This is an optimization exercise on Yosys and OpenROAD, whose aim is small area, a short achievable clock period and few clock cycles per item, not a production implementation. In this exercise RTL edits were held to simulation tests only and were not proved equivalent to the original.

## ghash_acc
module ghash_acc (
    input  wire         clk,
    input  wire         rst,         
    input  wire         in_valid,
    output wire         in_ready,
    input  wire         in_first,
    input  wire         in_last,
    input  wire [127:0] in_h,
    input  wire [127:0] in_x,
    output wire         out_valid,
    input  wire         out_ready,
    output wire [127:0] out_tag
);
    reg         rdy;         
    reg         xv;          
    reg         x_last;      
    reg         sv;          
    reg         s_last;      
    reg         ov;          
    reg [127:0] x_r;         
    reg [127:0] h_s;         
    reg [254:0] tq;          
    reg [127:0] st;          
    reg [127:0] tag;         
    wire [127:0] hc, xc;
    genvar gi;
    generate for (gi = 0; gi < 128; gi = gi + 1) begin : g_bits
        assign hc[gi] = in_h[127 - gi];
        assign xc[gi] = in_x[127 - gi];
        assign out_tag[127 - gi] = tag[gi];
    end endgenerate
    wire tag_ok = ~ov | out_ready;
    wire c_mul  = sv & ~s_last & xv;         
    wire [254:0] tq_n;
    assign tq_n[0] = h_s[1] ^ h_s[6] ^ h_s[7] ^ h_s[8] ^ h_s[122];
    assign tq_n[1] = h_s[2] ^ h_s[7] ^ h_s[8] ^ h_s[9] ^ h_s[123];
    assign tq_n[2] = h_s[3] ^ h_s[8] ^ h_s[9] ^ h_s[10] ^ h_s[124];
    assign tq_n[3] = h_s[4] ^ h_s[9] ^ h_s[10] ^ h_s[11] ^ h_s[125];
    assign tq_n[4] = h_s[5] ^ h_s[10] ^ h_s[11] ^ h_s[12] ^ h_s[126];
    assign tq_n[5] = h_s[6] ^ h_s[11] ^ h_s[12] ^ h_s[13] ^ h_s[127];
    assign tq_n[6] = h_s[7] ^ h_s[12] ^ h_s[13] ^ h_s[14];
    assign tq_n[7] = h_s[8] ^ h_s[13] ^ h_s[14] ^ h_s[15];
    assign tq_n[8] = h_s[9] ^ h_s[14] ^ h_s[15] ^ h_s[16];
    assign tq_n[9] = h_s[10] ^ h_s[15] ^ h_s[16] ^ h_s[17];
    assign tq_n[10] = h_s[11] ^ h_s[16] ^ h_s[17] ^ h_s[18];
    assign tq_n[11] = h_s[12] ^ h_s[17] ^ h_s[18] ^ h_s[19];
    assign tq_n[12] = h_s[13] ^ h_s[18] ^ h_s[19] ^ h_s[20];
    assign tq_n[13] = h_s[14] ^ h_s[19] ^ h_s[20] ^ h_s[21];
    assign tq_n[14] = h_s[15] ^ h_s[20] ^ h_s[21] ^ h_s[22];
    assign tq_n[15] = h_s[16] ^ h_s[21] ^ h_s[22] ^ h_s[23];
    assign tq_n[16] = h_s[17] ^ h_s[22] ^ h_s[23] ^ h_s[24];
    assign tq_n[17] = h_s[18] ^ h_s[23] ^ h_s[24] ^ h_s[25];
    assign tq_n[18] = h_s[19] ^ h_s[24] ^ h_s[25] ^ h_s[26];
  ...
For scale: roughly 15000 cells after synthesis, ~770 flip-flops.
make LEC_CHECK=0 CAP_MARGIN=20 CORE_MARGIN=2 CORE_UTILIZATION=65 PLACE_DENSITY=0.75 SETUP_SLACK_MARGIN=5 SLEW_MARGIN=20 finish   # period 10.0 ns
run.sh (not shown) runs the stock make flow with config.mk's settings and CLKGATE_MAP_FILE= SYNTH_SCRIPT=/design/flow/synth_recipe.tcl, a recipe that flattens the netlist after the stock synthesis.
The starting point died in 5_1_grt (GRT-0116).
Testbench counts at the start, summed over its fixed seeds: cycles 1,239, blocks 1,201.
Rerun with:
Settings changed: CAP_MARGIN 20 to 30, CORE_UTILIZATION 65 to 45, PLACE_DENSITY 0.75 to 0.65, SLEW_MARGIN 20 to 40.
With this change the flow passed the timing, design-rule and antenna checks.
Synthesized cell count is unchanged.
Area after synthesis does not change.
Rerun with:
Settings changed: CORE_UTILIZATION 45 to 55, PLACE_DENSITY 0.65 to 0.7.
What happened: The new run finished clean. Flip-flop and latch count does not change. Die area falls by about 18%. Register-to-register slack improved by 0.02 ns.

---

ghash_acc again, from the RTL that the note above started with.
clock: 10.0 ns
lec_check: 0
cap_margin: 30
core_margin: 2
core_utilization: 55
place_density: 0.8
setup_slack_margin: 5
slew_margin: 40
The starting point never finished: it broke off in global routing.
Testbench counts at the start, summed over its fixed seeds: cycles 1,239, blocks 1,201.
Then changed:
Settings changed: CAP_MARGIN 30 to 25, CORE_UTILIZATION 55 to 45, PLACE_DENSITY 0.8 to 0.65, SLEW_MARGIN 40 to 30.
This time the run finished clean.
Synthesized area stays the same.
Synthesized cell count is unchanged.

==> static timing again, ports no longer ideal <==
In the flow no input, the clock included, has a driving cell. The finished layouts below were timed again as built, in two steps. Step 1, drivers: a clkbuf_16 drives clk and a buf_2 each remaining input, both assumed. Step 2 adds t to the input delays and takes it off the output delays; t is the mean of the earliest and latest rising clock arrival at the registers after step 1. Input paths then give back, and output paths get back, about the clock's delay inside the block. Slacks: no drivers / after step 1 / after step 2; pairs: no drivers / after step 1.
run	t (ns)	setup WS [ns]	worst setup path at the end	clock arrival spread, ns
the second run of note 1	0.858	4.520 / 4.520 / 4.054	input to register	0.096 / 0.096
the third run of note 1	0.895	4.536 / 4.536 / 4.312	input to register	0.079 / 0.079
the second run of note 2	0.843	4.687 / 4.687 / 4.067	input to register	0.074 / 0.075
After both steps every run listed still meets setup and hold. For the second run of note 2, which loses most, drivers alone change the setup slack by 0.000 ns; drivers and shift together by -0.620 ns.
